Source: an optimization exercise on an open RTL-to-GDS flow (aim: small area, a short achievable clock period and few clock cycles per item). Production flows keep margins and buffers that such runs may drop. Only simulation tests tie the RTL to the original design; equivalence was not proved. Power and IR drop assume default switching activity.

==> flow/design.v, too long to show whole: its modules and the start of the top module <==
// module pu_condition: 511 lines
// module pu_acc: 51 lines
// module pu_ring: 43 lines
// module pu_add: 31 lines
// module pu_mul: 354 lines
// module pu_sq: 310 lines
module pu_condition (
    input  wire         clk,
    input  wire         rst,
    input  wire [2:0]   cfg_depth,         
    input  wire [15:0]  cfg_width,         
    input  wire [5:0]   cfg_ob_w8,         
    input  wire         cfg_ob_side,       
    input  wire         cfg_ob_mode,       
    input  wire [15:0]  cfg_black_level,
    input  wire [15:0]  cfg_ob_clamp,
    input  wire [15:0]  cfg_pedestal,
    input  wire         cfg_flat_en,
    input  wire [3:0]   cfg_gain_frac,     
    input  wire [3:0]   cfg_ofs_shift,     
    input  wire [2:0]   cfg_cfa,           
    input  wire [15:0]  cfg_sat_level,
    input  wire         cfg_calib,
    input  wire         in_valid,
    output reg          in_ready,
    input  wire [15:0]  in_p,
    input  wire [15:0]  in_coef,
    input  wire         in_eof,
    output reg          out_valid,
    output reg  [15:0]  out_o,
    output reg          stat_valid,
    output wire [31:0]  stat_lines,
    output wire [31:0]  stat_ob_mean,
    output wire [63:0]  stat_ch_min,       
    output wire [63:0]  stat_ch_max,
    output wire [255:0] stat_ch_sum,       
    output wire [255:0] stat_ch_sumsq,
    output wire [127:0] stat_clip_low,     
    output wire [127:0] stat_clip_high,
    output wire [63:0]  stat_focus_total
);
  // ...
==> flow/flow/run.sh <==
#!/bin/bash
# The standard layout, with three changes to how it is made: the port
# buffers are plain buffers (sky130_fd_sc_hd__buf_2, which repair may
# resize) instead of the delay-cell buffers buffer_ports picks by default;
# timing repair aims for a setup margin, so that it works on paths well
# inside the clock period; and clock tree synthesis adds no dummy loads and
# clusters up to 28 registers (90 um across) on a leaf buffer.
# The clock, constraints and synthesis are unchanged.
set -euo pipefail
export BUFFER_PORTS_ARGS="-buffer_cell sky130_fd_sc_hd__buf_2"
export SETUP_SLACK_MARGIN=11.0
export CTS_ARGS="-sink_clustering_enable -repair_clock_nets -dont_use_dummy_load -sink_clustering_size 28 -sink_clustering_max_diameter 90"
bash standard.sh > standard_flow.log 2>&1
==> flow/standard.sh <==
#!/bin/bash
# synth_recipe.tcl (not shown) runs the flow's synth.tcl, then flattens the netlist and writes it again
# the make line also repeats each setting of config.mk as NAME=value (left out here)
make -C /OpenROAD-flow-scripts/flow DESIGN_CONFIG=/design/flow/config.mk WORK_HOME=/design/flow/orfs CLKGATE_MAP_FILE= SYNTH_SCRIPT=/design/flow/synth_recipe.tcl "${@:-finish}"
==> flow/config.mk <==
export PLATFORM = sky130hd
export DESIGN_NAME = pu_condition
export DESIGN_NICKNAME = pu_condition
export VERILOG_FILES = /design/flow/design.v
export SDC_FILE = /design/flow/constraint.sdc
export NUM_CORES = 4
export LEC_CHECK = 0
export ABC_CLOCK_PERIOD_IN_PS = 5000
export CAP_MARGIN = 20
export CORE_MARGIN = 2
export CORE_UTILIZATION = 40
export SLEW_MARGIN = 20
==> flow/constraint.sdc <==
create_clock -name core_clock -period 16.0 [get_ports {clk}]
set_input_delay 3.2000 -clock core_clock [delete_from_list [all_inputs] [get_ports {clk}]]
set_output_delay 3.2000 -clock core_clock [all_outputs]
set_load 0.01 [all_outputs]
==> impl_metrics.json, run 1 <==
{
  "status": "finished clean",
  "tightest_slew_ps": 1140,
  "drc_errors": 0,
  "hold_ws_ps": 285,
  "cp-end-kind": "flip-flop",
  "dominant_cells": "multi-input combinational cells",
  "via_per_inst": 5.18,
  "grt_first_pass_wirelength_um": 337000,
  "clkLatencyLatePin_ps": 770,
  "hp-class": "reg -> reg",
  "syn2layout_area_growth_pct": 13.6,
  "largest-register": "u_ring.slot",
  "die_area_sq_um": 174000,
  "crit_fanout": 4,
  "comb-power_mw": 4.27,
  "synthesis.instances": 6560,
  "clock_buffers": 78,
  "chipHeight_um": 417,
  "multiInputGateArea_sq_um": 34200,
  "share_comb_of_total_power_pct": 39.6,
  "cts_tree": "built",
  "synth_top_family_by_area": "adder cells",
  "hpwl_um": 186000,
  "finalSetupTns_ps": 0,
  "final_cell_area_sq_um": 77600,
  "rsz0062_at_grt": "yes",
  "dr.pass1.iters": 9,
  "largestRegisters": "u_ring.slot: 459 flops, g_ch.u_sumsq.q: 148 flops, g_ch.u_sum.q: 84 flops",
  "largest_reg_flops": 459,
  "power.density_nw_per_um2": 139,
  "seq_area_share_pct": 39.2,
  "grt.busiest_layer": "met2",
  "tap_cells": 2218,
  "rr_startpoint": "s4_sq0[10]"
}
Testbench counts, summed over its fixed seeds: cycles 93,423, pixels 80,140.
==> module pu_condition, before the edit <==
module pu_condition (
    input  wire         clk,
    input  wire         rst,
    input  wire [2:0]   cfg_depth,         
    input  wire [15:0]  cfg_width,         
    input  wire [5:0]   cfg_ob_w8,         
    input  wire         cfg_ob_side,       
    input  wire         cfg_ob_mode,       
    input  wire [15:0]  cfg_black_level,
    input  wire [15:0]  cfg_ob_clamp,
    input  wire [15:0]  cfg_pedestal,
    input  wire         cfg_flat_en,
    input  wire [3:0]   cfg_gain_frac,     
    input  wire [3:0]   cfg_ofs_shift,     
    input  wire [2:0]   cfg_cfa,           
    input  wire [15:0]  cfg_sat_level,
    input  wire         cfg_calib,
    input  wire         in_valid,
    output reg          in_ready,
    input  wire [15:0]  in_p,
    input  wire [15:0]  in_coef,
    input  wire         in_eof,
    output reg          out_valid,
    output reg  [15:0]  out_o,
    output reg          stat_valid,
    output wire [31:0]  stat_lines,
    output wire [31:0]  stat_ob_mean,
    output wire [63:0]  stat_ch_min,       
    output wire [63:0]  stat_ch_max,
    output wire [255:0] stat_ch_sum,       
    output wire [255:0] stat_ch_sumsq,
    output wire [127:0] stat_clip_low,     
    output wire [127:0] stat_clip_high,
    output wire [63:0]  stat_focus_total
);
    reg [2:0]  r_depth;
    reg [5:0]  r_obw8;
    reg        r_side, r_mode, r_flat, r_calib;
    reg [15:0] r_black, r_clamp;
    reg [3:0]  r_gf, r_os;
    reg [2:0]  r_cfa;
    reg [4:0]  r_dsel;        
    reg [3:0]  r_gsel;        
    reg        r_mono;
    always @(posedge clk) begin
        r_depth <= cfg_depth;
        r_obw8  <= cfg_ob_w8;
        r_side  <= cfg_ob_side;
        r_mode  <= cfg_ob_mode;
        r_black <= cfg_black_level;
        r_clamp <= cfg_ob_clamp;
        r_flat  <= cfg_flat_en & ~cfg_calib;
        r_gf    <= cfg_gain_frac;
        r_os    <= cfg_ofs_shift;
        r_cfa   <= cfg_cfa;
        r_calib <= cfg_calib;
        r_dsel  <= 5'd1 << cfg_depth;
        r_gsel  <= 4'd1 << (cfg_gain_frac[1:0] + 2'd1);
        r_mono  <= (cfg_cfa == 3'd0);
    end
    wire [8:0]  n_ob   = {r_obw8, 3'b000};
    wire        has_ob = (r_obw8 != 6'd0);
    wire [15:0] dmax   = {{2{r_dsel[4]}}, {2{|r_dsel[4:3]}}, {2{|r_dsel[4:2]}},
                          {2{|r_dsel[4:1]}}, 8'hFF};
    wire [15:0] hmask  = {8'hFF, {2{|r_dsel[4:1]}}, {2{|r_dsel[4:2]}},
                          {2{|r_dsel[4:3]}}, {2{r_dsel[4]}}};
    wire        mono   = r_mono;
    wire        stall_mode = r_mode & ~r_calib;           
    wire [15:0] black_fix  = r_calib ? 16'd0 : r_black;
    reg         busy;         
    reg         fstart;       
    reg         in_done;      
    reg         ob_ph;        
    reg  [8:0]  obc;          
    reg  [15:0] rem;          
    reg         act;          
    reg         lpar;         
    reg         cpar;         
    reg         cge1, cge2;   
    reg  [15:0] line_cnt;     
    reg  [3:0]  dcnt;         
    wire        om_done;
    wire        take     = in_valid & in_ready;
    wire [8:0]  obc_inc  = obc + 9'd1;
    wire [15:0] rem_dec  = rem - 16'd1;
    wire        obc_hit  = (obc_inc == n_ob);
    wire        last_ob  = ob_ph & obc_hit;
    wire        line_end = ~ob_ph & (rem_dec == 16'd0);
    wire        eof_take = take & ~ob_ph & in_eof;
    always @(posedge clk) begin
        if (rst) begin
            busy     <= 1'b0;
            fstart   <= 1'b0;
            in_ready <= 1'b0;
            in_done  <= 1'b0;
        end else begin
            fstart <= 1'b0;
            if (!busy) begin
                if (in_valid) begin
                    busy    <= 1'b1;
                    fstart  <= 1'b1;
                    in_done <= 1'b0;
                end
            end else begin
                if (fstart)
                    in_ready <= 1'b1;
                else if (eof_take) begin
                    in_ready <= 1'b0;
                    in_done  <= 1'b1;
                end else if (take && last_ob && stall_mode) begin
                    in_ready <= 1'b0;
                end else if (take && line_end && has_ob && dcnt != 4'd0 && dcnt <= 4'd8) begin
                    in_ready <= 1'b0;
                end else if (dcnt == 4'd9 && !in_done) begin
                    in_ready <= 1'b1;
                end
                if (stat_valid)
                    busy <= 1'b0;
            end
        end
    end
    wire        lstart  = fstart | line_end;
    wire        ob_ph_n = lstart ? has_ob : (ob_ph & ~obc_hit);
    wire [8:0]  obc_n   = lstart ? 9'd0 : (ob_ph ? (obc_hit ? 9'd0 : obc_inc)
                                                 : (obc_hit ? obc : obc_inc));
    wire [15:0] rem_n   = lstart ? cfg_width : (ob_ph ? rem : rem_dec);
    wire        act_n   = lstart ? (r_side | ~has_ob) :
                          (~ob_ph & (r_side ? (rem_dec == {7'd0, n_ob}) : obc_hit)) ? ~r_side : act;
    wire        cpar_n  = lstart ? 1'b0 : (cpar ^ ~ob_ph);
    wire        cge1_n  = lstart ? 1'b0 : (cge1 | (~ob_ph & act));
    wire        cge2_n  = lstart ? 1'b0 : ((~ob_ph & act) ? cge1 : cge2);
    wire        lpar_n  = fstart ? 1'b0 : (lpar ^ line_end);
    wire [15:0] lcnt_n  = fstart ? 16'd0 : (line_cnt + {15'd0, line_end});
    wire        cen     = fstart | take;
    always @(posedge clk) begin
        if (cen) begin
            ob_ph    <= ob_ph_n;
            obc      <= obc_n;
            rem      <= rem_n;
            act      <= act_n;
            cpar     <= cpar_n;
            cge1     <= cge1_n;
            cge2     <= cge2_n;
            lpar     <= lpar_n;
            line_cnt <= lcnt_n;
        end
    end
    reg        s0_pix, s0_ob, s0_lastob, s0_eof;
    reg [15:0] s0_p, s0_coef;
    reg        s0_act, s0_ca0, s0_lpar, s0_cge1, s0_cge2;
    always @(posedge clk) begin
        if (rst) begin
            s0_pix <= 1'b0;
            s0_ob  <= 1'b0;
            s0_eof <= 1'b0;
        end else begin
            s0_pix <= take & ~ob_ph;
            s0_ob  <= take & ob_ph;
            s0_eof <= eof_take;
        end
        s0_lastob <= last_ob;
        s0_p      <= in_p;
        s0_coef   <= in_coef;
        s0_act    <= act;
        s0_ca0    <= cpar;
        s0_lpar   <= lpar;
        s0_cge1   <= cge1;
        s0_cge2   <= cge2;
    end
    wire [15:0] s0_x0 = ({16{r_dsel[0]}} & {s0_p[7:0], 8'd0}) |
                        ({16{r_dsel[1]}} & {s0_p[9:0], 6'd0}) |
                        ({16{r_dsel[2]}} & {s0_p[11:0], 4'd0}) |
                        ({16{r_dsel[3]}} & {s0_p[13:0], 2'd0}) |
                        ({16{r_dsel[4]}} & s0_p);
    reg  [23:0] obs;          
    reg  [15:0] black;        
    wire [16:0] obs_lo;
    pu_add #(16) u_obs (.a(obs[15:0]), .b(s0_x0), .ci(1'b0), .s(obs_lo[15:0]), .co(obs_lo[16]));
    wire [23:0] obs_add = {obs[23:16] + {7'd0, obs_lo[16]}, obs_lo[15:0]};
    wire [21:0] ds_in [0:2];
    wire [21:0] ds_out [0:1];
    assign ds_in[0] = obs[21:0];
    genvar dg;
    generate
        for (dg = 0; dg < 2; dg = dg + 1) begin : g_dstep
            wire [6:0] t;
            pu_add #(7) u_ds (.a({ds_in[dg][21:16], ds_in[dg][15]}), .b(~{1'b0, r_obw8}),
                              .ci(1'b1), .s(t), .co());
            assign ds_out[dg] = t[6] ? {ds_in[dg][20:15], ds_in[dg][14:0], 1'b0}
                                     : {t[5:0], ds_in[dg][14:0], 1'b1};
            assign ds_in[dg+1] = ds_out[dg];
        end
    endgenerate
    wire [21:0] dv_load = {1'b0, obs_add[23:3]};
    wire [21:0] dv_it   = ds_out[1];
    wire [15:0]        m_l   = obs[15:0];
    wire [16:0]        bl_hi = {1'b0, r_black} + {1'b0, r_clamp};
    wire signed [17:0] bl_lo = $signed({2'b00, r_black}) - $signed({2'b00, r_clamp});
    reg                b_gt, b_lt;    
    wire [15:0]        b_row = b_gt ? bl_hi[15:0] : b_lt ? bl_lo[15:0] : m_l;
    wire               m_done = (dcnt == 4'd10);
    always @(posedge clk) begin
        if (rst || !busy) begin
            dcnt <= 4'd0;
        end else begin
            if (s0_ob && s0_lastob)
                dcnt <= 4'd1;
            else if (m_done)
                dcnt <= 4'd0;
            else if (dcnt != 4'd0)
                dcnt <= dcnt + 4'd1;
        end
        b_gt <= ({1'b0, m_l} > bl_hi);
        b_lt <= ($signed({2'b00, m_l}) < bl_lo);
        if (fstart) begin
            obs   <= {15'd0, r_obw8, 2'b00};           
            black <= black_fix;
        end else begin
            if (s0_ob) begin
                if (s0_lastob)
                    obs <= {2'd0, dv_load};
                else
                    obs <= obs_add;
            end else if (dcnt != 4'd0 && dcnt <= 4'd8) begin
                obs <= {2'd0, dv_it};
            end else if (m_done) begin
                obs <= {15'd0, r_obw8, 2'b00};
            end
            if (m_done)
                black <= stall_mode ? b_row : black_fix;
        end
    end
    reg  [15:0] om_r;
    reg  [31:0] om_q;
    reg  [2:0]  om_c;         
    reg  [5:0]  om_cnt;       
    reg  [1:0]  om_st;        
    wire [31:0] ms     = {om_r, om_q[31:16]};
    wire [8:0]  ms_a0  = {1'b0, ms[7:0]}   + {1'b0, m_l[7:0]};
    wire [8:0]  ms_a1  = {1'b0, ms[15:8]}  + {1'b0, m_l[15:8]} + {8'd0, om_c[0]};
    wire [8:0]  ms_a2  = {1'b0, ms[23:16]} + {8'd0, om_c[1]};
    wire [7:0]  ms_a3  = ms[31:24] + {7'd0, om_c[2]};
    wire [31:0] ms_nx  = {ms_a3, ms_a2[7:0], ms_a1[7:0], ms_a0[7:0]};
    wire [2:0]  mc_nx  = {ms_a2[8], ms_a1[8], ms_a0[8]};
    wire [16:0] om_t;
    pu_add #(17) u_om (.a({om_r, om_q[31]}), .b(~{1'b0, line_cnt}), .ci(1'b1), .s(om_t), .co());
    wire        om_ge = ~om_t[16];
    assign      om_done = (om_st == 2'd3);
    always @(posedge clk) begin
        if (fstart) begin
            om_r   <= 16'd0;
            om_q   <= 32'd0;
            om_c   <= 3'd0;
            om_st  <= 2'd0;
            om_cnt <= 6'd0;
        end else begin
            if (om_st[1] == 1'b0) begin
                if (m_done) begin
                    {om_r, om_q[31:16]} <= ms_nx;
                    om_c <= mc_nx;
                end else if (om_c != 3'd0) begin
                    {om_r, om_q[31:16]} <= {ms_a3, ms_a2[7:0], ms_a1[7:0], ms[7:0]};
                    om_c <= {ms_a2[8], ms_a1[8], 1'b0};
                end
            end
            case (om_st)
            2'd0: begin
                if (in_done) begin
                    om_st  <= 2'd1;
                    om_cnt <= 6'd0;
                end
            end
            2'd1: begin
                if (om_cnt != 6'd0)
                    om_cnt <= om_cnt - 6'd1;
                else if (dcnt == 4'd0 && om_c == 3'd0 && !m_done) begin
                    om_q[15:0] <= {1'b0, line_cnt[15:1]};
                    om_cnt     <= 6'd32;
                    om_st      <= 2'd2;
                end
            end
            2'd2: begin
                om_r   <= om_ge ? om_t[15:0] : {om_r[14:0], om_q[31]};
                om_q   <= {om_q[30:0], om_ge};
                om_cnt <= om_cnt - 6'd1;
                if (om_cnt == 6'd1)
                    om_st <= 2'd3;
            end
            default: ;
            endcase
        end
    end
    reg               s1_v, s1_eof;
    reg  [16:0]       s1_y1;
    reg  [3:0]        s1_ofs;
    reg  [5:0]        s1_one, s1_two, s1_neg;
    reg               s1_sat, s1_act, s1_elig;
    reg  [1:0]        s1_ch;
    reg [1:0] ch0;
    always @(*) begin
        case (r_cfa)
        3'd1:    ch0 = {s0_lpar, s0_ca0};
        3'd2:    ch0 = {s0_lpar, s0_ca0} ^ 2'd1;
        3'd3:    ch0 = {s0_lpar, s0_ca0} ^ 2'd2;
        3'd4:    ch0 = {s0_lpar, s0_ca0} ^ 2'd3;
        default: ch0 = 2'd0;
        endcase
    end
    wire [16:0] y1_w;
    pu_add #(17) u_y1 (.a({1'b0, s0_x0}), .b(~{1'b0, black}), .ci(1'b1), .s(y1_w), .co());
    wire [12:0] gdx = {s0_coef[15:4], 1'b0};
    reg  [5:0]  bo_one, bo_two, bo_neg;
    integer bj;
    always @(*) begin
        for (bj = 0; bj < 6; bj = bj + 1) begin
            bo_one[bj] = gdx[2*bj+1] ^ gdx[2*bj];
            bo_two[bj] = (gdx[2*bj+2] & ~gdx[2*bj+1] & ~gdx[2*bj]) |
                         (~gdx[2*bj+2] & gdx[2*bj+1] & gdx[2*bj]);
            bo_neg[bj] = gdx[2*bj+2];
        end
    end
    always @(posedge clk) begin
        if (rst) begin
            s1_v   <= 1'b0;
            s1_eof <= 1'b0;
        end else begin
            s1_v   <= s0_pix;
            s1_eof <= s0_eof;
        end
        s1_y1   <= y1_w;
        s1_ofs  <= r_flat ? s0_coef[3:0] : 4'd0;
        s1_one  <= r_flat ? bo_one : 6'd0;
        s1_two  <= r_flat ? bo_two : 6'd0;
        s1_neg  <= r_flat ? bo_neg : 6'd0;
        s1_sat  <= (s0_p >= cfg_sat_level) | ((s0_p & dmax) == dmax);
        s1_act  <= s0_act;
        s1_ch   <= ch0;
        s1_elig <= mono ? s0_cge1 : ((ch0[0] ^ ch0[1]) & s0_cge2);
    end
    reg               s2_v, s2_eof;
    reg  [22:0]       s2_r0, s2_r1;   
    reg               s2_c10;
    reg  [18:0]       s2_z;
    reg               s2_sat, s2_act, s2_elig;
    reg  [1:0]        s2_ch;
    wire [22:0] mr0, mr1;
    wire        mc10;
    pu_mul u_mul (.a(s1_y1), .one(s1_one), .two(s1_two), .neg(s1_neg),
                  .r0(mr0), .r1(mr1), .c10(mc10));
    wire [12:0] ofs_sh = {{9{s1_ofs[3]}}, s1_ofs} << r_os;
    wire [18:0] za     = {{2{s1_y1[16]}}, s1_y1};
    wire [18:0] zb     = {3'd0, cfg_pedestal & ~{16{r_calib}}};
    wire [18:0] zc     = {{6{ofs_sh[12]}}, ofs_sh};
    wire [18:0] zs_s   = za ^ zb ^ zc;
    wire [18:0] zs_c   = {(za[17:0] & zb[17:0]) | (zc[17:0] & (za[17:0] ^ zb[17:0])), 1'b0};
    wire [18:0] z_w;
    pu_add #(19) u_z (.a(zs_s), .b(zs_c), .ci(1'b0), .s(z_w), .co());
    always @(posedge clk) begin
        if (rst) begin
            s2_v   <= 1'b0;
            s2_eof <= 1'b0;
        end else begin
            s2_v   <= s1_v;
            s2_eof <= s1_eof;
        end
        s2_r0   <= mr0;
        s2_r1   <= mr1;
        s2_c10  <= mc10;
        s2_z    <= z_w;
        s2_sat  <= s1_sat;
        s2_act  <= s1_act;
        s2_ch   <= s1_ch;
        s2_elig <= s1_elig;
    end
    reg         s3_va, s3_v, s3_eof;
    reg  [15:0] s3_v16, s3_vq;
    reg         s3_low, s3_high, s3_elig;
    reg  [1:0]  s3_ch;
    wire [18:0] ra = ({19{r_gsel[0]}} & s2_r0[19:1]) | ({19{r_gsel[1]}} & s2_r0[20:2]) |
                     ({19{r_gsel[2]}} & s2_r0[21:3]) | ({19{r_gsel[3]}} & s2_r0[22:4]);
    wire [18:0] rb = ({19{r_gsel[0]}} & s2_r1[19:1]) | ({19{r_gsel[1]}} & s2_r1[20:2]) |
                     ({19{r_gsel[2]}} & s2_r1[21:3]) | ({19{r_gsel[3]}} & s2_r1[22:4]);
    wire [2:0]  lk1 = {2'd0, s2_r0[0]} + {2'd0, s2_r1[0]} + {2'd0, s2_c10} + 3'd1;
    wire [3:0]  lk2 = {2'd0, s2_r0[1:0]} + {2'd0, s2_r1[1:0]} + {3'd0, s2_c10} + 4'd2;
    wire [4:0]  lk3 = {2'd0, s2_r0[2:0]} + {2'd0, s2_r1[2:0]} + {4'd0, s2_c10} + 5'd4;
    wire [5:0]  lk4 = {2'd0, s2_r0[3:0]} + {2'd0, s2_r1[3:0]} + {5'd0, s2_c10} + 6'd8;
    wire [1:0]  rk  = ({2{r_gsel[0]}} & lk1[2:1]) | ({2{r_gsel[1]}} & lk2[3:2]) |
                      ({2{r_gsel[2]}} & lk3[4:3]) | ({2{r_gsel[3]}} & lk4[5:4]);
    wire [18:0] cs_s = s2_z ^ ra ^ rb;
    wire [18:0] cs_c = {(s2_z[17:0] & ra[17:0]) | (rb[17:0] & (s2_z[17:0] ^ ra[17:0])),
                        rk[1] | rk[0]};
    wire [18:0] y3_w;
    pu_add #(19) u_y3 (.a(cs_s), .b(cs_c), .ci(rk[1]), .s(y3_w), .co());
    wire        y3_low  = y3_w[18];
    wire        y3_high = ~y3_w[18] & (y3_w[17:16] != 2'd0);
    wire [15:0] y3_v    = y3_low ? 16'd0 : y3_high ? 16'hFFFF : y3_w[15:0];
    always @(posedge clk) begin
        if (rst) begin
            s3_v   <= 1'b0;
            s3_va  <= 1'b0;
            s3_eof <= 1'b0;
        end else begin
            s3_v   <= s2_v;
            s3_va  <= s2_v & s2_act;
            s3_eof <= s2_eof;
        end
        s3_v16  <= y3_v;
        s3_vq   <= y3_v;
        s3_low  <= y3_low;
        s3_high <= y3_high | s2_sat;
        s3_ch   <= s2_ch;
        s3_elig <= s2_elig;
    end
    wire [15:0] rq_s = ({16{r_dsel[0]}} & {8'd0, s3_v16[15:8]}) |
                       ({16{r_dsel[1]}} & {6'd0, s3_v16[15:6]}) |
                       ({16{r_dsel[2]}} & {4'd0, s3_v16[15:4]}) |
                       ({16{r_dsel[3]}} & {2'd0, s3_v16[15:2]}) |
                       ({16{r_dsel[4]}} & s3_v16);
    wire        rq_b = (r_dsel[0] & s3_v16[7]) | (r_dsel[1] & s3_v16[5]) |
                       (r_dsel[2] & s3_v16[3]) | (r_dsel[3] & s3_v16[1]);
    wire        rq_full = ((s3_v16 | ~hmask) == 16'hFFFF);
    wire [15:0] rq_o    = rq_s + {15'd0, rq_b & ~rq_full};
    always @(posedge clk) begin
        if (rst) out_valid <= 1'b0;
        else     out_valid <= s3_v;
        out_o <= rq_o;
    end
    wire [31:0] sq0, sq1;
    pu_sq u_sq (.v(s3_vq), .r0(sq0), .r1(sq1));
    reg  [15:0] f_ref;
    wire [16:0] f_d;
    pu_add #(17) u_fd (.a({1'b0, s3_v16}), .b(~{1'b0, f_ref}), .ci(1'b1), .s(f_d), .co());
    reg         s4_va, s4_fv, s4_gneg;
    reg  [1:0]  s4_ch;
    reg  [31:0] s4_sq0, s4_sq1;
    reg  [15:0] s4_g;
    always @(posedge clk) begin
        if (rst) begin
            s4_va <= 1'b0;
            s4_fv <= 1'b0;
        end else begin
            s4_va <= s3_va;
            s4_fv <= s3_va & s3_elig;
        end
        if (s3_va & (mono | (s3_ch[0] ^ s3_ch[1])))
            f_ref <= s3_v16;
        s4_ch   <= s3_ch;
        s4_sq0  <= sq0;
        s4_sq1  <= sq1;
        s4_g    <= f_d[15:0];
        s4_gneg <= f_d[16];
    end
    reg  [15:0] ch_min [0:3];
    reg  [15:0] ch_max [0:3];
    wire [15:0] min_sel = ch_min[s3_ch];
    wire [15:0] max_sel = ch_max[s3_ch];
    wire        v_lt    = s3_v16 < min_sel;
    wire        v_gt    = s3_v16 > max_sel;
    wire [16:0]    ovf;
    wire [31:0]    s4_sq;
    pu_add #(32) u_sqa (.a(s4_sq0), .b(s4_sq1), .ci(1'b0), .s(s4_sq), .co());
    wire [17*27-1:0] ring_q;
    wire           ring_home, ring_clr;
    genvar g;
    generate
        for (g = 0; g < 4; g = g + 1) begin : g_ch
            wire sel4 = s3_va && (s3_ch == g);
            wire sel5 = s4_va && (s4_ch == g);
            wire [20:0] q_sum;
            wire [36:0] q_sq;
            wire [4:0]  q_lo, q_hi;
            always @(posedge clk) begin
                if (fstart) begin
                    ch_min[g] <= (mono && g != 0) ? 16'd0 : 16'hFFFF;
                    ch_max[g] <= 16'd0;
                end else if (sel4) begin
                    if (v_lt) ch_min[g] <= s3_v16;
                    if (v_gt) ch_max[g] <= s3_v16;
                end
            end
            pu_acc #(.W(21), .AW(16), .CF(6), .CH(16)) u_sum (
                .clk(clk), .clr(fstart), .en(sel4), .a(s3_v16), .ci(1'b0), .q(q_sum), .ov(ovf[g]));
            pu_acc #(.W(37), .AW(32), .CF(4), .CH(16)) u_sumsq (
                .clk(clk), .clr(fstart), .en(sel5), .a(s4_sq), .ci(1'b0), .q(q_sq), .ov(ovf[4+g]));
            pu_acc #(.W(5), .AW(1), .CF(8), .CH(8)) u_lo (
                .clk(clk), .clr(fstart), .en(sel4), .a(s3_low), .ci(1'b0), .q(q_lo), .ov(ovf[8+g]));
            pu_acc #(.W(5), .AW(1), .CF(8), .CH(8)) u_hi (
                .clk(clk), .clr(fstart), .en(sel4), .a(s3_high), .ci(1'b0), .q(q_hi), .ov(ovf[12+g]));
            assign stat_ch_min[16*g +: 16]    = ch_min[g];
            assign stat_ch_max[16*g +: 16]    = ch_max[g];
            assign stat_ch_sum[64*g +: 64]    = {16'd0, ring_q[27*g +: 27], q_sum};
            assign stat_ch_sumsq[64*g +: 64]  = {ring_q[27*(4+g) +: 27], q_sq};
            assign stat_clip_low[32*g +: 32]  = {ring_q[27*(8+g) +: 27], q_lo};
            assign stat_clip_high[32*g +: 32] = {ring_q[27*(12+g) +: 27], q_hi};
        end
    endgenerate
    wire [20:0] q_focus;
    pu_acc #(.W(21), .AW(16), .CF(6), .CH(16)) u_focus (
        .clk(clk), .clr(fstart), .en(s4_fv), .a(s4_g ^ {16{s4_gneg}}), .ci(s4_gneg), .q(q_focus), .ov(ovf[16]));
    pu_ring #(.N(17), .B(27)) u_ring (
        .clk(clk), .clr(fstart), .req(ovf), .q(ring_q), .home(ring_home), .busy_clr(ring_clr));
    always @(posedge clk) begin
        if (rst || !busy)
            stat_valid <= 1'b0;
        else
            stat_valid <= om_done & ~stat_valid & ring_home & in_done & ~fstart;
    end
    assign stat_lines       = {16'd0, line_cnt};
    assign stat_ob_mean     = om_q;
    assign stat_focus_total = {16'd0, ring_q[27*16 +: 27], q_focus};
endmodule
==> inputs of run 2 (changes only) <==
--- a/flow/design.v
+++ b/flow/design.v
@@ -38,3 +38,3 @@
     reg        r_side, r_mode, r_flat, r_calib;
-    reg [15:0] r_black, r_clamp;
+    reg [15:0] r_black, r_clamp, r_ped;
     reg [3:0]  r_gf, r_os;
@@ -56,2 +56,3 @@
         r_calib <= cfg_calib;
+        r_ped   <= cfg_calib ? 16'd0 : cfg_pedestal;
         r_dsel  <= 5'd1 << cfg_depth;
@@ -351,3 +352,3 @@
     wire [18:0] za     = {{2{s1_y1[16]}}, s1_y1};
-    wire [18:0] zb     = {3'd0, cfg_pedestal & ~{16{r_calib}}};
+    wire [18:0] zb     = {3'd0, r_ped};
     wire [18:0] zc     = {{6{ofs_sh[12]}}, ofs_sh};
@@ -430,4 +431,6 @@
     reg  [15:0] f_ref;
-    wire [16:0] f_d;
-    pu_add #(17) u_fd (.a({1'b0, s3_v16}), .b(~{1'b0, f_ref}), .ci(1'b1), .s(f_d), .co());
+    wire [16:0] f_d;          
+    wire        f_nb;
+    pu_add #(16) u_fd (.a(s3_v16), .b(~f_ref), .ci(1'b1), .s(f_d[15:0]), .co(f_nb));
+    assign f_d[16] = ~f_nb;
     reg         s4_va, s4_fv, s4_gneg;
@@ -458,2 +461,5 @@
     wire        v_gt    = s3_v16 > max_sel;
+    wire [15:0] mn_in0  = s3_v16 | {16{fstart}};
+    wire [15:0] mn_in1  = fstart ? {16{~mono}} : s3_v16;
+    wire [15:0] mx_in   = s3_v16 & {16{~fstart}};
     wire [16:0]    ovf;
@@ -472,9 +478,6 @@
             always @(posedge clk) begin
-                if (fstart) begin
-                    ch_min[g] <= (mono && g != 0) ? 16'd0 : 16'hFFFF;
-                    ch_max[g] <= 16'd0;
-                end else if (sel4) begin
-                    if (v_lt) ch_min[g] <= s3_v16;
-                    if (v_gt) ch_max[g] <= s3_v16;
-                end
+                if (fstart | (sel4 & v_lt))
+                    ch_min[g] <= (g == 0) ? mn_in0 : mn_in1;
+                if (fstart | (sel4 & v_gt))
+                    ch_max[g] <= mx_in;
             end
==> run 2 against run 1 <==
Largest power group unchanged. Die area up 0.34%. Still clean on timing, DRC and antenna. Register-to-register slack improved by 150 ps. Design area grew 0.16%. Fmax is 10% higher. Wire length grew 0.53%. Clock skew is 4.4 ps higher. Via count decreased by 1.6%. Clock power about the same. Worst setup slack improved by 520 ps. First-iteration DRC count decreased by 3.6%. Flip-flop and latch count up 16.
==> impl_metrics.json, run 2 <==
{
  "top_level_ports": 1183,
  "holdBufCountCts": 0,
  "power.density_nw_per_um2": 140,
  "p_sw_share_pct": 38.3,
  "drv_slew": 0,
  "share_comb_of_total_power_pct": 39.1,
  "grt_use_met2_pct": 42.8,
  "ctsRootBufferMaster": "clkbuf_16",
  "routed_wl_um": 238000,
  "timing.final.ws_setup_ps": 11010,
  "synth_edf_count": 213,
  "wl_per_cell_um": 24.8,
  "rr_startpoint": "r_obw8[3]",
  "min_period_ps": 4990,
  "cts_buffer_depth": 3,
  "mostFrequentLayoutCells": "dfxtp_1, buf_2, inv_1, nor2_1, ha_1",
  "pwr-share-seq_pct": 41.9,
  "synthDistinctLibCells": 102,
  "cp_slowest_cell": "dfxtp_1",
  "syn2layout_area_growth_pct": 13.4,
  "num_rows": 151,
  "hold_viol_final": 0,
  "clkLatencyLatePin_ps": 740,
  "die_area_sq_um": 175000,
  "vias": 49400,
  "chipHeight_um": 418,
  "final_common_cell": "dfxtp_1",
  "nets": 8353,
  "synth-main-ff-cell": "dfxtp_1",
  "hold_ws_ps": 330,
  "tightest_slew_ps": 1120,
  "grt.busiest_layer": "met2",
  "power.total_mw": 10.9,
  "async_flop_share_pct": 0,
  "cts_max_level": 3,
  "status": "finished clean",
  "drc_errors": 0,
  "p_leak_nw": 36.3,
  "cp-startpoint": "u_ring.slot[16][14]",
  "cp_num_cells": 1,
  "ff2ff_path_depth": 20,
  "crit_fanout": 3,
  "fillers": 16100,
  "synth_warnings": 13,
  "core_sq_um": 170000,
  "yosysTopAreaCell": "dfxtp_1",
  "largestRegisters": "u_ring.slot: 459 flops, g_ch.u_sumsq.q: 148 flops, g_ch.u_sum.q: 84 flops",
  "grt_first_pass_wirelength_um": 336000,
  "max_freq_ghz": 0.201,
  "r2r-end": "obs[20]",
  "drt_iter0_drc": 4052,
  "worstSetupPathType": "reg -> out",
  "synthesis.instances": 6431,
  "grt_pass1_vias": 47800,
  "cts.sinks": 1468,
  "drtAntennaViolNets": 0,
  "slowest_delay_ps": 790,
  "rsz0062_at_grt": "no",
  "netlist.area_leader.share_pct": 36.7,
  "cp-end-kind": "output port",
  "ff2ff_setup_slack_ps": 11300,
  "via_per_inst": 5.15,
  "largest-register": "u_ring.slot",
  "grt_max_degree": 184,
  "critPathBufInv": 1,
  "largest_reg_flops": 459,
  "port_buffers": 1084,
  "synth_common_cells": "dfxtp_1, inv_1, nor2_1",
  "worstSetupEndpoint": "stat_focus_total[35]",
  "yosysMostFrequentCell": "dfxtp_1",
  "hpwl_um": 189000,
  "gr-usage-all-layers_pct": 26.4,
  "required_ps": 12800,
  "final_util_pct": 45.8,
  "ys_seq_elements": 1468,
  "gp_congestion": 0.919,
  "finalSetupTns_ps": 0,
  "slew_headroom_pct": 25.1,
  "cts_tree": "built",
  "initial_core_util_pct": 40.4,
  "finalSetupViolations": 0,
  "cts_buffers": 77,
  "crit_family": "flip-flops",
  "fin_skew_ps": 90.2,
  "dr.pass1.iters": 9,
  "hp-class": "reg -> reg",
  "start_kind": "flip-flop",
  "ys_seq_area_share_pct": 46.0,
  "arrival_ps": 1790,
  "finalCritPeriodShare_pct": 31.2,
  "p_int_mw": 6.70,
  "antenna_found_initial": 47,
  "cap_violations": 0,
  "syn_avg_cell_area_sq_um": 10.7,
  "die_w_um": 418,
  "synth_area_leaders": "dfxtp_1, fa_1, edfxtp_1",
  "p_switching_mw": 4.15,
  "clk_pin_slew_ps": 100,
  "peakVddDrop_mv": 0.105,
  "cp_cell_sequence": "buf_2",
  "grt-ovfl-total": 0,
  "holdCritStartpoint": "s2_elig",
  "layout-drive-gt1-share_pct": 18.3,
  "met1_usage_pct": 35.3,
  "synth_area_sq_um": 68500,
  "post-place-ws_ps": 10810,
  "met3_usage_pct": 4.94,
  "clkPwrFrac_pct": 18.9
}
run 2: kinds of logic (layout without fill, tap and decap cells):
family	after synthesis	in the layout	synth area share [%]
AND/OR/NAND/NOR	1714	1714	12.4
flip-flops	1468	1468	46.0
AO/OA/AOI/OAI	1006	1006	10.2
buffers and inverters	990	1821	6.12
adder cells (fa/ha/maj)	854	854	20.0
XOR/XNOR	344	344	4.44
multiplexers	54	54	0.920
other	1	115	0.00547
run 2: what timing repair did:
item / CTS / global route
endpoints found under the setup margin: 4 / 9
pin swaps: 0 / 1
setup buffers: 0 / 9
resized for setup: 1 / 7
hold endpoints to repair: 0 / 0
run 2: layout make-up:
cell class                      instances  area [sq um]  area share (%)
Timing Repair Buffer                 1157          5990            7.70
Antenna cell                           19          47.5          0.0612
Sequential cell                      1468         31500            40.6
Tap cell                             2218          2780            3.57
Inverter                              587          2200            2.83
Multi-Input combinational cell       4068         33300            42.8
Clock buffer                           77          1930            2.48
run 2: stage by stage:
| step | area [sq um] | instances |
|---|---|---|
| after floorplan | 68900 | 6526 |
| after global placement | 75700 | 9489 |
| after detailed placement | 75700 | 9489 |
| after CTS | 77600 | 9566 |
| after global routing | 77700 | 9579 |
| final | 77700 | 9594 |
run 2: worst reg2reg max path: stages (launching register included):
cell	delay, ps
dfxtp_1	550
inv_1	270
ha_1	370
nand3_1	80
nand2_1	60
a41oi_1	290
a21oi_1	160
xor2_2	160
buf_4	180
mux2_2	380
inv_1	70
ha_1	220
nor2b_1	120
o21ai_0	150
nand2b_1	120
a21o_1	220
a31oi_1	270
xor2_2	360
buf_4	190
mux2i_1	210
o22ai_1	110
run 2: per-layer routing:
metal,up-vias,share of wire [%]
met5,-,0.061
met4,20,3.8
li1,23100,-
met2,1654,47
met3,284,7.0
met1,24400,43
run 2: power by group through the flow:
stage	clock network [mW]	registers, mW	logic (mW)
after global routing	2.23	4.60	4.84
after floorplan	0	4.50	3.09
after global placement	0	4.62	4.17
final	2.05	4.55	4.25
after detailed placement	0	4.63	4.26
after CTS	2.11	4.55	4.28
run 2: worst min path at each step:
| stage | slack (ps) | endpoint | depth (start not counted) |
|---|---|---|---|
| finish | 330 | s3_elig | 0 |
| global route | 340 | s3_elig | 0 |
| CTS | 330 | s3_elig | 0 |
| detailed placement | 320 | s2_act | 0 |
| global placement | 310 | s1_act | 0 |
| floorplan | 310 | s1_act | 0 |
Testbench counts of run 2, summed over its fixed seeds: cycles 93,423, pixels 80,140.
==> inputs of run 3 (changes only) <==
--- a/flow/flow/run.sh
+++ b/flow/flow/run.sh
@@ -10,3 +10,3 @@
 export BUFFER_PORTS_ARGS="-buffer_cell sky130_fd_sc_hd__buf_2"
-export SETUP_SLACK_MARGIN=11.0
+export SETUP_SLACK_MARGIN=11.4
 export CTS_ARGS="-sink_clustering_enable -repair_clock_nets -dont_use_dummy_load -sink_clustering_size 28 -sink_clustering_max_diameter 90"
==> run 3 against run 2 <==
Now fails the layout checks on antenna violations. Global-route usage increased by 0.055 points. Critical path depth unchanged. Clock skew decreased by 5.2 ps. Register-to-register slack better by 260 ps. Via count grew 0.52%. Die area did not move.
==> impl_metrics.json, run 3 <==
{
  "rsz0062_at_grt": "yes",
  "yosysTopAreaCell": "dfxtp_1",
  "cp-end-kind": "output port",
  "netlist.area_leader.share_pct": 36.7,
  "via_per_inst": 5.16,
  "tightest_slew_ps": 1140,
  "ctsRootBufferMaster": "clkbuf_16",
  "worstSetupPathType": "reg -> out",
  "fin_skew_ps": 85.1,
  "min_period_ps": 4650,
  "post-place-ws_ps": 10570,
  "core_sq_um": 170000,
  "ff2ff_path_depth": 14,
  "critPathBufInv": 1,
  "cts_max_level": 3,
  "largestRegisters": "u_ring.slot: 459 flops, g_ch.u_sumsq.q: 148 flops, g_ch.u_sum.q: 84 flops",
  "drtAntennaViolNets": 1,
  "drv_slew": 0,
  "cts_tree": "built",
  "synthesis.instances": 6431,
  "rr_startpoint": "s4_sq0[12]",
  "cts.sinks": 1468,
  "port_buffers": 1084,
  "cp_cell_sequence": "buf_2",
  "holdCritStartpoint": "u_ring.slot[11][10]",
  "start_kind": "flip-flop",
  "drt_iter0_drc": 3910,
  "die_area_sq_um": 175000,
  "dr.pass1.iters": 7,
  "finalSetupTns_ps": 0,
  "cts_buffers": 77,
  "slew_headroom_pct": 24.2,
  "ys_seq_elements": 1468,
  "hpwl_um": 189000,
  "antenna_found_initial": 37,
  "largest-register": "u_ring.slot",
  "finalSetupViolations": 0,
  "power.total_mw": 10.9,
  "r2r-end": "g_ch[0].u_sumsq.q[19]",
  "synth_edf_count": 213,
  "hp-class": "reg -> reg",
  "grt_pass1_vias": 48000,
  "crit_fanout": 2,
  "syn2layout_area_growth_pct": 15.2,
  "synth_warnings": 13,
  "initial_core_util_pct": 40.4,
  "synth_common_cells": "dfxtp_1, inv_1, nor2_1",
  "gp_congestion": 0.934,
  "status": "failed layout checks",
  "synthDistinctLibCells": 102,
  "synth_area_sq_um": 68500,
  "die_w_um": 418,
  "gr-usage-all-layers_pct": 26.4,
  "timing.final.ws_setup_ps": 11350,
  "required_ps": 12800,
  "nets": 8382,
  "slowest_delay_ps": 530,
  "p_leak_nw": 36.7,
  "synth_area_leaders": "dfxtp_1, fa_1, edfxtp_1",
  "hold_ws_ps": 316,
  "syn_avg_cell_area_sq_um": 10.7,
  "vias": 49700,
  "yosysMostFrequentCell": "dfxtp_1",
  "finalCritPeriodShare_pct": 29.0,
  "final_common_cell": "dfxtp_1",
  "cap_violations": 0,
  "max_freq_ghz": 0.215,
  "ff2ff_setup_slack_ps": 11560,
  "arrival_ps": 1450,
  "grt_first_pass_wirelength_um": 336000,
  "hold_depth": 0,
  "cp_slowest_cell": "edfxtp_1",
  "clkLatencyLatePin_ps": 750,
  "async_flop_share_pct": 0,
  "peakVddDrop_mv": 0.0965,
  "top_level_ports": 1183,
  "so_faults": "antenna violations",
  "drc_errors": 0,
  "hold_viol_final": 0,
  "chipHeight_um": 418,
  "num_rows": 151,
  "largest_reg_flops": 459,
  "crit_family": "flip-flops",
  "grt-ovfl-total": 0,
  "grt_max_degree": 227,
  "clk_pin_slew_ps": 100,
  "layout-drive-gt1-share_pct": 20.7,
  "min_to": "u_ring.slot[10][10]",
  "wl_per_cell_um": 24.8,
  "cts_buffer_depth": 3,
  "synth-main-ff-cell": "dfxtp_1",
  "ys_seq_area_share_pct": 46.0,
  "power.density_nw_per_um2": 138,
  "mostFrequentLayoutCells": "dfxtp_1, buf_2, inv_1, nor2_1, ha_1",
  "routed_wl_um": 239000
}
==> run 3: cell counts after synthesis <==
Identical to the previous run, type by type.
==> run 3: area by class of cell <==
cell class	count	area, sq um
Fill cell	15900	90900
Multi-Input combinational cell	4068	33500
Sequential cell	1468	31900
Timing Repair Buffer	1186	6690
Tap cell	2218	2780
Inverter	587	2210
Clock buffer	77	1930
Antenna cell	23	57.6
==> run 3: logic make-up after synthesis <==
group | synth area share (%)
other cells | 0.00547
fa+ha+maj | 20.0
buf+inv | 6.12
mux | 0.920
xor+xnor | 4.44
compound gates | 10.2
simple gates | 12.4
flops | 46.0
==> run 3: worst max-delay path by stage <==
stage,cells past startpoint,start,end,slack (ps)
floorplan,9,cfg_sat_level[0],s1_sat,11150
global placement,10,cfg_sat_level[0],s1_sat,10590
detailed placement,10,cfg_sat_level[0],s1_sat,10570
CTS,1,ch_max[1][8],stat_ch_max[24],11290
global route,1,ch_max[1][8],stat_ch_max[24],11300
finish,1,ch_max[1][8],stat_ch_max[24],11350
==> run 3: power breakdown <==
group	internal, mW	switching (mW)
logic	1.66	2.56
clock network	0.860	1.20
registers	4.18	0.435
total	6.70	4.19
==> run 3: per-stage QoR <==
stage / std cells / util, % / cell area [sq um]
4_1_cts: 9590 / 46.3 / 78600
3_5_place_dp: 9482 / 44.5 / 75600
5_1_grt: 9613 / 46.5 / 79000
2_1_floorplan: 6526 / - / 68900
6_report: 9627 / 46.5 / 79000
3_3_place_gp: 9482 / 44.5 / 75600
==> run 3: per-layer routing <==
| layer | vias to the layer above | wire length, um | global-route usage, % |
|---|---|---|---|
| met5 | - | 76 | 0 |
| met4 | 12 | 9380 | 9.74 |
| met3 | 274 | 16800 | 5.34 |
| met2 | 1640 | 110000 | 42.5 |
| met1 | 24600 | 102000 | 35.2 |
| li1 | 23200 | - | - |
==> run 3: repair_timing <==
item / 4_1_cts / 5_1_grt
setup endpoints to repair: 310 / 215
setup buffers: 31 / 14
resized for setup: 297 / 66
hold buffers: 0 / 0
pin swaps: 3 / 12
==> inputs of run 4 (changes only) <==
==> flow/flow/run.sh (replaced) <==
#!/bin/bash
# The standard layout, with these changes to how it is made: the port
# buffers are plain buffers (sky130_fd_sc_hd__buf_2, which repair may
# resize) instead of the delay-cell buffers buffer_ports picks by default;
# timing repair aims for a setup margin, so that it works on paths well
# inside the clock period; clock tree synthesis adds no dummy loads and
# clusters up to 28 registers (90 um across) on a leaf buffer; and antenna
# repair may run more iterations.  The clock, constraints and synthesis are
# unchanged.
set -euo pipefail
export BUFFER_PORTS_ARGS="-buffer_cell sky130_fd_sc_hd__buf_2"
export SETUP_SLACK_MARGIN=11.3
export CTS_ARGS="-sink_clustering_enable -repair_clock_nets -dont_use_dummy_load -sink_clustering_size 28 -sink_clustering_max_diameter 90"
export MAX_REPAIR_ANTENNAS_ITER_GRT=10
export MAX_REPAIR_ANTENNAS_ITER_DRT=15
bash standard.sh > standard_flow.log 2>&1
==> run 4 against run 3 <==
The run now finishes clean. Clock-buffer cell count is 2 lower. Design area is 1.2% lower. Worst hold slack better by 0.52 ps. Global-route usage is 0.32 points lower. Synthesized cell count stayed put. Critical path type unchanged. Clock power hardly changed. Register-to-register slack worse by 50 ps. Sequential share of layout area is 0.22 points higher. Worst setup slack worse by 43 ps. Largest cell class unchanged. Largest power group unchanged.
==> impl_metrics.json, run 4 <==
{
  "timing.final.ws_setup_ps": 11310,
  "clk_pin_slew_ps": 110,
  "r2r-end": "obs[20]",
  "hold_depth": 0,
  "via_per_inst": 5.17,
  "port_buffers": 1084,
  "routed_wl_um": 236000,
  "ff2ff_path_depth": 19,
  "gr-usage-all-layers_pct": 26.1,
  "cap_violations": 0,
  "required_ps": 12800,
  "status": "finished clean",
  "holdBufCountCts": 0,
  "die_area_sq_um": 175000,
  "synth-main-ff-cell": "dfxtp_1",
  "fin_cells": 9590,
  "drtAntennaViolNets": 0,
  "initial_core_util_pct": 40.4,
  "grt_max_degree": 224,
  "finalCritPeriodShare_pct": 29.3,
  "slew_headroom_pct": 15.6,
  "top_level_ports": 1183,
  "finalSetupViolations": 0,
  "peakVddDrop_mv": 0.102,
  "cp-end-kind": "output port",
  "nets": 8357,
  "hpwl_um": 187000,
  "chipHeight_um": 418,
  "seqCellArea_sq_um": 31700,
  "grt_first_pass_wirelength_um": 333000,
  "yosysTopAreaCell": "dfxtp_1",
  "netlist.area_leader.share_pct": 36.7,
  "synth_area_sq_um": 68500,
  "layout-drive-gt1-share_pct": 19.3,
  "cp_slowest_cell": "dfxtp_1",
  "holdCritStartpoint": "u_ring.slot[6][2]",
  "synthesis.instances": 6431,
  "vias": 49600,
  "synth_common_cells": "dfxtp_1, inv_1, nor2_1",
  "cts_max_level": 3,
  "power.total_mw": 10.9,
  "ctsRootBufferMaster": "clkbuf_16",
  "synth_edf_count": 213,
  "hp-class": "reg -> reg",
  "cts_buffer_depth": 3,
  "drt_iter0_drc": 4163,
  "dp_cells": 9489,
  "max_freq_ghz": 0.213,
  "cts_tree": "built",
  "hold_viol_final": 0,
  "crit_family": "flip-flops",
  "ys_seq_elements": 1468,
  "power.density_nw_per_um2": 139,
  "worstSetupPathType": "reg -> out",
  "synth_area_leaders": "dfxtp_1, fa_1, edfxtp_1",
  "num_rows": 151,
  "min_period_ps": 4690,
  "cts.sinks": 1468,
  "tightest_slew_ps": 1270,
  "fillers": 16000,
  "critPathBufInv": 1,
  "grt_pass1_vias": 47700,
  "largest-register": "u_ring.slot",
  "final_common_cell": "dfxtp_1",
  "syn_avg_cell_area_sq_um": 10.7,
  "drc_errors": 0,
  "largestRegisters": "u_ring.slot: 459 flops, g_ch.u_sumsq.q: 148 flops, g_ch.u_sum.q: 84 flops",
  "largest_reg_flops": 459,
  "crit_fanout": 2,
  "hold_ws_ps": 317,
  "p_leak_nw": 36.4,
  "yosysMostFrequentCell": "dfxtp_1",
  "rr_startpoint": "s0_p[2]",
  "antenna_found_initial": 22,
  "slowest_delay_ps": 570,
  "fin_skew_ps": 108,
  "wl_per_cell_um": 24.6,
  "mostFrequentLayoutCells": "dfxtp_1, buf_2, inv_1, nor2_1, ha_1",
  "clkLatencyLatePin_ps": 760,
  "syn2layout_area_growth_pct": 13.9,
  "async_flop_share_pct": 0,
  "core_sq_um": 170000,
  "die_w_um": 418,
  "start_kind": "flip-flop",
  "rsz0062_at_grt": "yes",
  "post-place-ws_ps": 10570,
  "finalSetupTns_ps": 0,
  "cts_buffers": 75,
  "final_util_pct": 46.0,
  "arrival_ps": 1490,
  "multiInputGateArea_sq_um": 33400,
  "gp_congestion": 0.927,
  "min_to": "u_ring.slot[5][2]",
  "dpl_cell_area_sq_um": 75700,
  "drv_slew": 0,
  "ff2ff_setup_slack_ps": 11510,
  "ys_seq_area_share_pct": 46.0,
  "grt-ovfl-total": 0,
  "cp_cell_sequence": "buf_2",
  "synth_warnings": 13,
  "dr.pass1.iters": 9,
  "final_cell_area_sq_um": 78100,
  "synthDistinctLibCells": 102
}
[run 4: cell counts after synthesis]
No cell type changed its count.
[run 4: where the power goes]
group          internal, mW  switching (mW)
logic                  1.68            2.60
clock network         0.839            1.19
registers              4.19           0.363
[run 4: worst max path at each step]
| stage | cells past startpoint | to | from |
|---|---|---|---|
| after global routing | 20 | obs[20] | r_dsel[3] |
| after floorplan | 9 | s1_sat | cfg_sat_level[0] |
| after detailed placement | 10 | s1_sat | cfg_sat_level[0] |
| after CTS | 1 | stat_clip_high[16] | u_ring.slot[12][11] |
| final | 1 | stat_clip_low[23] | u_ring.slot[8][18] |
| after global placement | 10 | s1_sat | cfg_sat_level[0] |
[run 4: layout make-up]
class,instances,share of cell area (%)
clock buffers,75,2.40
inverters,587,2.82
diodes,11,0.0353
multi-input cells,4068,42.8
well taps,2218,3.55
flip-flops and latches,1468,40.6
repair buffers,1163,7.83
[run 4: cells by family (layout without fill, tap and decap cells)]
group                    after synthesis  after routing  synth area share, %
other                                  1            107              0.00547
multiplexers                          54             54                0.920
AND/OR/NAND/NOR                     1714           1714                 12.4
XOR/XNOR                             344            344                 4.44
adder cells (fa/ha/maj)              854            854                 20.0
buffers and inverters                990           1825                 6.12
flip-flops                          1468           1468                 46.0
AO/OA/AOI/OAI                       1006           1006                 10.2
[run 4: metal layers]
metal	global-route usage, %	vias up	part of all wire (%)
li1	-	23100	-
met1	34.8	24500	43
met2	42.3	1715	46
met3	5.69	236	7.6
met4	8.15	4	3.4
met5	0	-	0.0093
[run 4: repair_timing]
action | CTS | global route
buffers inserted | 6 | 9
setup endpoints to repair | 147 | 110
gates resized for setup | 83 | 42
pin swaps | 1 | 5
gates cloned | 0 | 0
==> inputs of run 5 (changes only) <==
--- a/flow/flow/run.sh
+++ b/flow/flow/run.sh
@@ -11,3 +11,3 @@
 export BUFFER_PORTS_ARGS="-buffer_cell sky130_fd_sc_hd__buf_2"
-export SETUP_SLACK_MARGIN=11.3
+export SETUP_SLACK_MARGIN=11.7
 export CTS_ARGS="-sink_clustering_enable -repair_clock_nets -dont_use_dummy_load -sink_clustering_size 28 -sink_clustering_max_diameter 90"
==> run 5 against run 4 <==
Still clean on timing, DRC and antenna. Synthesized cell count unchanged. Sequential power hardly changed. Clock power about the same. Worst hold slack got worse by 14 ps. Power rose by 3.3%. Cell count rose by 5.7%. Clock-buffer cell count increased by 1. Design area grew 14%. Core utilization is 6.7 points higher. Worst setup slack improved by 60 ps. Clock skew rose by 16 ps. First-iteration DRC count is 2.1% higher. Critical path type unchanged. Largest cell class unchanged. Highest routed layer unchanged.
==> impl_metrics.json, run 5 <==
{
  "status": "finished clean",
  "cp-end-kind": "output port",
  "min_period_ps": 4630,
  "grt_pass1_vias": 51200,
  "finalSetupTns_ps": 0,
  "holdBufCountCts": 0,
  "initial_core_util_pct": 40.4,
  "worstSetupEndpoint": "stat_focus_total[31]",
  "dr.pass1.iters": 6,
  "clkPwrFrac_pct": 18.3,
  "slowest_delay_ps": 500,
  "hp-class": "reg -> reg",
  "synthDistinctLibCells": 102,
  "p_switching_mw": 4.28,
  "core_sq_um": 170000,
  "fin_cells": 10100,
  "synthMuxAreaShare_pct": 0.920,
  "gp_congestion": 0.894,
  "cts_tree": "built",
  "hold_viol_final": 0,
  "yosys.area_share.simple_pct": 12.4,
  "gr-usage-all-layers_pct": 27.4,
  "start_kind": "flip-flop",
  "yosysTopAreaCell": "dfxtp_1",
  "syn2layout_area_growth_pct": 30.4,
  "p_int_mw": 6.93,
  "synth_xor_area_share_pct": 4.44,
  "chipHeight_um": 418,
  "synth_area_leaders": "dfxtp_1, fa_1, edfxtp_1",
  "ff2ff_path_depth": 15,
  "synth_area_sq_um": 68500,
  "vias": 52400,
  "antenna_found_initial": 27,
  "cp-startpoint": "u_ring.slot[16][10]",
  "critPathBufInv": 1,
  "cts.sinks": 1468,
  "dp_cells": 9490,
  "ys_seq_area_share_pct": 46.0,
  "synthesis.instances": 6431,
  "cap_violations": 0,
  "pwr-share-seq_pct": 40.9,
  "p_sw_share_pct": 38.2,
  "max_freq_ghz": 0.216,
  "routed_wl_um": 251000,
  "required_ps": 12800,
  "crit_family": "flip-flops",
  "largest-register": "u_ring.slot",
  "largest_reg_flops": 459,
  "holdCritStartpoint": "u_ring.slot[1][0]",
  "share_comb_of_total_power_pct": 40.8,
  "mostFrequentLayoutCells": "buf_6, dfxtp_2, buf_4, inv_1, nor2_1",
  "cts_buffer_depth": 3,
  "hpwl_um": 187000,
  "cp_slowest_cell": "dfxtp_4",
  "die_area_sq_um": 175000,
  "num_rows": 151,
  "worstSetupPathType": "reg -> out",
  "cts_max_level": 3,
  "cp_num_cells": 1,
  "drc_errors": 0,
  "syn_avg_cell_area_sq_um": 10.7,
  "layout-drive-gt1-share_pct": 35.3,
  "top_level_ports": 1183,
  "synth-main-ff-cell": "dfxtp_1",
  "yosysMostFrequentCell": "dfxtp_1",
  "largestRegisters": "u_ring.slot: 459 flops, g_ch.u_sumsq.q: 148 flops, g_ch.u_sum.q: 84 flops",
  "finalSetupViolations": 0,
  "async_flop_share_pct": 0,
  "p_leak_nw": 40.4,
  "via_per_inst": 5.17,
  "synth_common_cells": "dfxtp_1, inv_1, nor2_1",
  "slew_headroom_pct": 27.1,
  "power.density_nw_per_um2": 125,
  "arrival_ps": 1430,
  "synth_compound_area_share_pct": 10.2,
  "crit_fanout": 2,
  "synthAdderAreaFrac_pct": 20.0,
  "rr_startpoint": "s4_sq0[10]",
  "port_buffers": 1084,
  "grt-ovfl-total": 0,
  "netlist.area_leader.share_pct": 36.7,
  "ys_seq_elements": 1468,
  "finalCritPeriodShare_pct": 28.9,
  "peakVddDrop_mv": 0.116,
  "tightest_slew_ps": 1090,
  "r2r-end": "g_ch[1].u_sumsq.q[31]",
  "fin_skew_ps": 123,
  "clk_pin_slew_ps": 110,
  "cts_buffers": 76,
  "drt_iter0_drc": 4252,
  "drtAntennaViolNets": 0,
  "grt_max_degree": 94,
  "synth_warnings": 13,
  "die_w_um": 418,
  "grt_first_pass_wirelength_um": 351000,
  "ctsRootBufferMaster": "clkbuf_16",
  "final_common_cell": "buf_6",
  "nets": 8887,
  "synth_top_family_by_area": "adder cells",
  "rsz0062_at_grt": "yes",
  "wl_per_cell_um": 24.7,
  "ff2ff_setup_slack_ps": 11840,
  "drv_slew": 0,
  "cp_cell_sequence": "buf_6",
  "synth_edf_count": 213,
  "clkLatencyLatePin_ps": 750
}
==> run 5: what timing repair did <==
action                     in CTS  in global routing
cloned                          0                  2
gates resized for setup      2086                163
setup endpoints to repair    1294               1211
pin swaps                      23                 36
setup buffers                 398                143
==> run 5: worst min path at each step <==
stage | end | cells past startpoint | slack (ps)
floorplan | s1_act | 0 | 310
global placement | s2_sat | 0 | 310
detailed placement | s1_act | 0 | 310
CTS | u_ring.slot[0][0] | 0 | 300
global route | u_ring.slot[4][26] | 0 | 310
finish | u_ring.slot[0][0] | 0 | 300
==> run 5: area by class of cell <==
cell class	count	area, sq um
Fill cell	14500	80500
Antenna cell	30	75.1
Sequential cell	1468	32900
Multi-Input combinational cell	4068	33900
Tap cell	2218	2780
Inverter	587	2210
Timing Repair Buffer	1692	15700
Clock buffer	76	1900
==> run 5: power by group through the flow <==
stage	Combinational [mW]	Clock, mW	Sequential [mW]
after floorplan	3.09	0	4.50
after global placement	4.10	0	4.66
after detailed placement	4.23	0	4.67
after CTS	4.47	2.08	4.57
after global routing	5.14	2.22	4.62
final	4.58	2.05	4.58
==> run 5: stage by stage <==
step                      setup WS, ps  hold slack, ps  util (%)  instance area, sq um  power (mW)
final                            11370             303      52.6                 89400        11.2
after detailed placement         10510             312      44.6                 75700        8.90
after global routing             11330             309      52.6                 89400        12.0
after CTS                        11350             298      51.5                 87500        11.1
after floorplan                  11310             310         -                 68900        7.59
after global placement           10600             314      44.6                 75700        8.76
==> run 5: kinds of logic after synthesis <==
group | after synthesis
and+or+nand+nor | 1714
DFF | 1468
AOI/OAI and AO/OA | 1006
buffers and inverters | 990
adders and majority gates | 854
xor gates and xnor gates | 344
muxes | 54
other | 1
==> run 5: routing by layer <==
layer  track usage (%)  up-vias  routed length (um)
met5                 0        -                  67
met4              13.2       12               13600
met3              7.39      389               21200
met2              43.9     2011              116000
met1              34.1    25800               99700
li1                  -    24200                   -
==> inputs of run 6 (changes only) <==
--- a/flow/flow/run.sh
+++ b/flow/flow/run.sh
@@ -11,3 +11,3 @@
 export BUFFER_PORTS_ARGS="-buffer_cell sky130_fd_sc_hd__buf_2"
-export SETUP_SLACK_MARGIN=11.7
+export SETUP_SLACK_MARGIN=11.2
 export CTS_ARGS="-sink_clustering_enable -repair_clock_nets -dont_use_dummy_load -sink_clustering_size 28 -sink_clustering_max_diameter 90"
==> run 6 against run 5 <==
Still clean. Synthesized cell count did not move. Combinational power fell by 7.6%. Die area did not move. Highest routed layer unchanged.
==> impl_metrics.json, run 6 <==
{
  "largest-register": "u_ring.slot",
  "cts.sinks": 1468,
  "syn2layout_area_growth_pct": 13.5,
  "port_buffers": 1084,
  "cp_slowest_cell": "dfxtp_1",
  "largest_reg_flops": 459,
  "clkLatencyLatePin_ps": 750,
  "initial_core_util_pct": 40.4,
  "hp-class": "reg -> reg",
  "cap_violations": 0,
  "ff2ff_setup_slack_ps": 11410,
  "dp_cells": 9489,
  "vias": 49600,
  "rsz0062_at_grt": "yes",
  "drtAntennaViolNets": 0,
  "hpwl_um": 187000,
  "grt-ovfl-total": 0,
  "cp-end-kind": "output port",
  "final_cell_area_sq_um": 77800,
  "hold_depth": 0,
  "fin_cells": 9585,
  "drv_slew": 0,
  "dpl_cell_area_sq_um": 75700,
  "final_util_pct": 45.8,
  "power.density_nw_per_um2": 139,
  "synth_area_sq_um": 68500,
  "synth_area_leaders": "dfxtp_1, fa_1, edfxtp_1",
  "yosysTopAreaCell": "dfxtp_1",
  "gp_congestion": 0.927,
  "mostFrequentLayoutCells": "dfxtp_1, buf_2, inv_1, nor2_1, ha_1",
  "r2r-end": "ch_min[2][15]",
  "cts_buffer_depth": 3,
  "routed_wl_um": 235000,
  "finalSetupViolations": 0,
  "peakVddDrop_mv": 0.116,
  "chipHeight_um": 418,
  "syn_avg_cell_area_sq_um": 10.7,
  "max_freq_ghz": 0.209,
  "netlist.area_leader.share_pct": 36.7,
  "critPathBufInv": 1,
  "crit_family": "flip-flops",
  "async_flop_share_pct": 0,
  "fin_skew_ps": 110,
  "p_leak_nw": 36.3,
  "dr.pass1.iters": 8,
  "largestRegisters": "u_ring.slot: 459 flops, g_ch.u_sumsq.q: 148 flops, g_ch.u_sum.q: 84 flops",
  "grt_max_degree": 224,
  "slowest_delay_ps": 600,
  "ys_seq_elements": 1468,
  "core_sq_um": 170000,
  "required_ps": 12800,
  "fillers": 16000,
  "hold_viol_final": 0,
  "nets": 8352,
  "min_period_ps": 4790,
  "arrival_ps": 1590,
  "die_w_um": 418,
  "crit_fanout": 2,
  "synthesis.instances": 6431,
  "clk_pin_slew_ps": 110,
  "drc_errors": 0,
  "tightest_slew_ps": 1290,
  "finalSetupTns_ps": 0,
  "synthDistinctLibCells": 102,
  "drt_iter0_drc": 4056,
  "holdCritStartpoint": "u_ring.slot[6][2]",
  "synth_edf_count": 213,
  "grt_first_pass_wirelength_um": 333000,
  "status": "finished clean",
  "ff2ff_path_depth": 14,
  "yosysMostFrequentCell": "dfxtp_1",
  "synth_common_cells": "dfxtp_1, inv_1, nor2_1",
  "worstSetupPathType": "reg -> out",
  "wl_per_cell_um": 24.6,
  "layout-drive-gt1-share_pct": 18.9,
  "via_per_inst": 5.17,
  "seqCellArea_sq_um": 31600,
  "finalCritPeriodShare_pct": 30.0,
  "cts_buffers": 75,
  "cp_cell_sequence": "buf_2",
  "rr_startpoint": "s3_ch[0]",
  "cts_max_level": 3,
  "antenna_found_initial": 23,
  "hold_ws_ps": 314,
  "top_level_ports": 1183,
  "multiInputGateArea_sq_um": 33300,
  "holdBufCountCts": 0,
  "final_common_cell": "dfxtp_1",
  "synth_warnings": 13,
  "num_rows": 151,
  "start_kind": "flip-flop",
  "ys_seq_area_share_pct": 46.0,
  "synth-main-ff-cell": "dfxtp_1",
  "min_to": "u_ring.slot[5][2]",
  "ctsRootBufferMaster": "clkbuf_16",
  "die_area_sq_um": 175000,
  "cts_tree": "built",
  "grt_pass1_vias": 47700,
  "slew_headroom_pct": 13.7,
  "gr-usage-all-layers_pct": 26.1
}
==> run 6: cell type report <==
| type | instances | share of cell area [%] |
|---|---|---|
| antenna | 11 | 0.0354 |
| inverter | 587 | 2.83 |
| tap | 2218 | 3.57 |
| clock buffer | 75 | 2.41 |
| timing repair buffer | 1158 | 7.74 |
| multi-input combinational | 4068 | 42.8 |
| sequential | 1468 | 40.6 |
==> run 6: how the worst max path moves through the flow <==
stage | startpoint | end | slack (ps) | cells past startpoint
final | u_ring.slot[16][26] | stat_focus_total[47] | 11210 | 1
after global routing | s4_sq0[10] | g_ch[0].u_sumsq.q[23] | 11170 | 14
after CTS | ch_min[0][5] | stat_ch_min[5] | 11210 | 1
after detailed placement | cfg_sat_level[0] | s1_sat | 10570 | 10
after global placement | cfg_sat_level[0] | s1_sat | 10570 | 10
after floorplan | cfg_sat_level[0] | s1_sat | 11150 | 9
==> run 6: repair_timing <==
action / CTS / global route
resized for setup: 48 / 13
setup buffers: 2 / 8
pin swaps: 1 / 1
setup endpoints to repair: 111 / 53
==> run 6: cells by family after synthesis <==
family | Yosys count | share of synthesized area (%)
other | 1 | 0.00547
xor gates and xnor gates | 344 | 4.44
DFF | 1468 | 46.0
muxes | 54 | 0.920
and+or+nand+nor | 1714 | 12.4
adders and majority gates | 854 | 20.0
buffers and inverters | 990 | 6.12
AOI/OAI and AO/OA | 1006 | 10.2
==> run 6: through the flow <==
stage	power (mW)	setup WS (ps)
floorplan	7.59	11150
global placement	8.76	10570
detailed placement	8.86	10570
CTS	10.9	11210
global route	11.6	11170
finish	10.8	11210
==> run 6: power by group <==
group | leakage [nW] | switching (mW) | total (mW) | internal, mW
clock network | 0.924 | 1.19 | 2.03 | 0.839
registers | 12.2 | 0.363 | 4.55 | 4.19
logic | 23.2 | 2.58 | 4.23 | 1.65
==> run 6: routing by layer <==
metal	track usage, %	wire length [um]	share of wire (%)	vias up
met5	0	22	0.0093	-
met4	7.55	7510	3.2	4
met3	5.49	17200	7.3	220
met2	42.5	109000	46	1788
met1	34.9	101000	43	24500
li1	-	-	-	23100

afterwards: timing with drivers on the ports:
The results above use ideal ports. As a check the final layouts listed here were re-extracted and re-timed, cells and wires unchanged. Step 1 (the two cells are an assumption about what drives the block):
set clk [get_ports {clk}]
set_driving_cell -lib_cell sky130_fd_sc_hd__clkbuf_16 $clk
set_driving_cell -lib_cell sky130_fd_sc_hd__buf_2 [delete_from_list [all_inputs] $clk]
Step 2 adds t to the input delays and takes it off the output delays; t is the mean of the earliest and latest rising clock arrival at the registers after step 1. Input paths then give back, and output paths get back, about the clock's delay inside the block. Three values: ideal ports, drivers, drivers and shift; two values: the first two.
| run | t, ns | setup WS [ns] | worst slew at a driven data input, ns |
|---|---|---|---|
| run 1 | 0.791 | 10.494 / 10.542 / 9.751 | 0.14 |
| run 2 | 0.759 | 11.013 / 10.933 / 10.836 | 0.22 |
| run 3 | 0.775 | 11.354 / 11.276 / 10.698 | 0.14 |
| run 4 | 0.784 | 11.311 / 11.228 / 10.680 | 0.12 |
| run 5 | 0.772 | 11.371 / 11.289 / 10.820 | 0.12 |
| run 6 | 0.783 | 11.205 / 11.123 / 10.610 | 0.12 |
For run 1, which loses most, drivers alone change the setup slack by +0.048 ns; drivers and shift together by -0.743 ns.
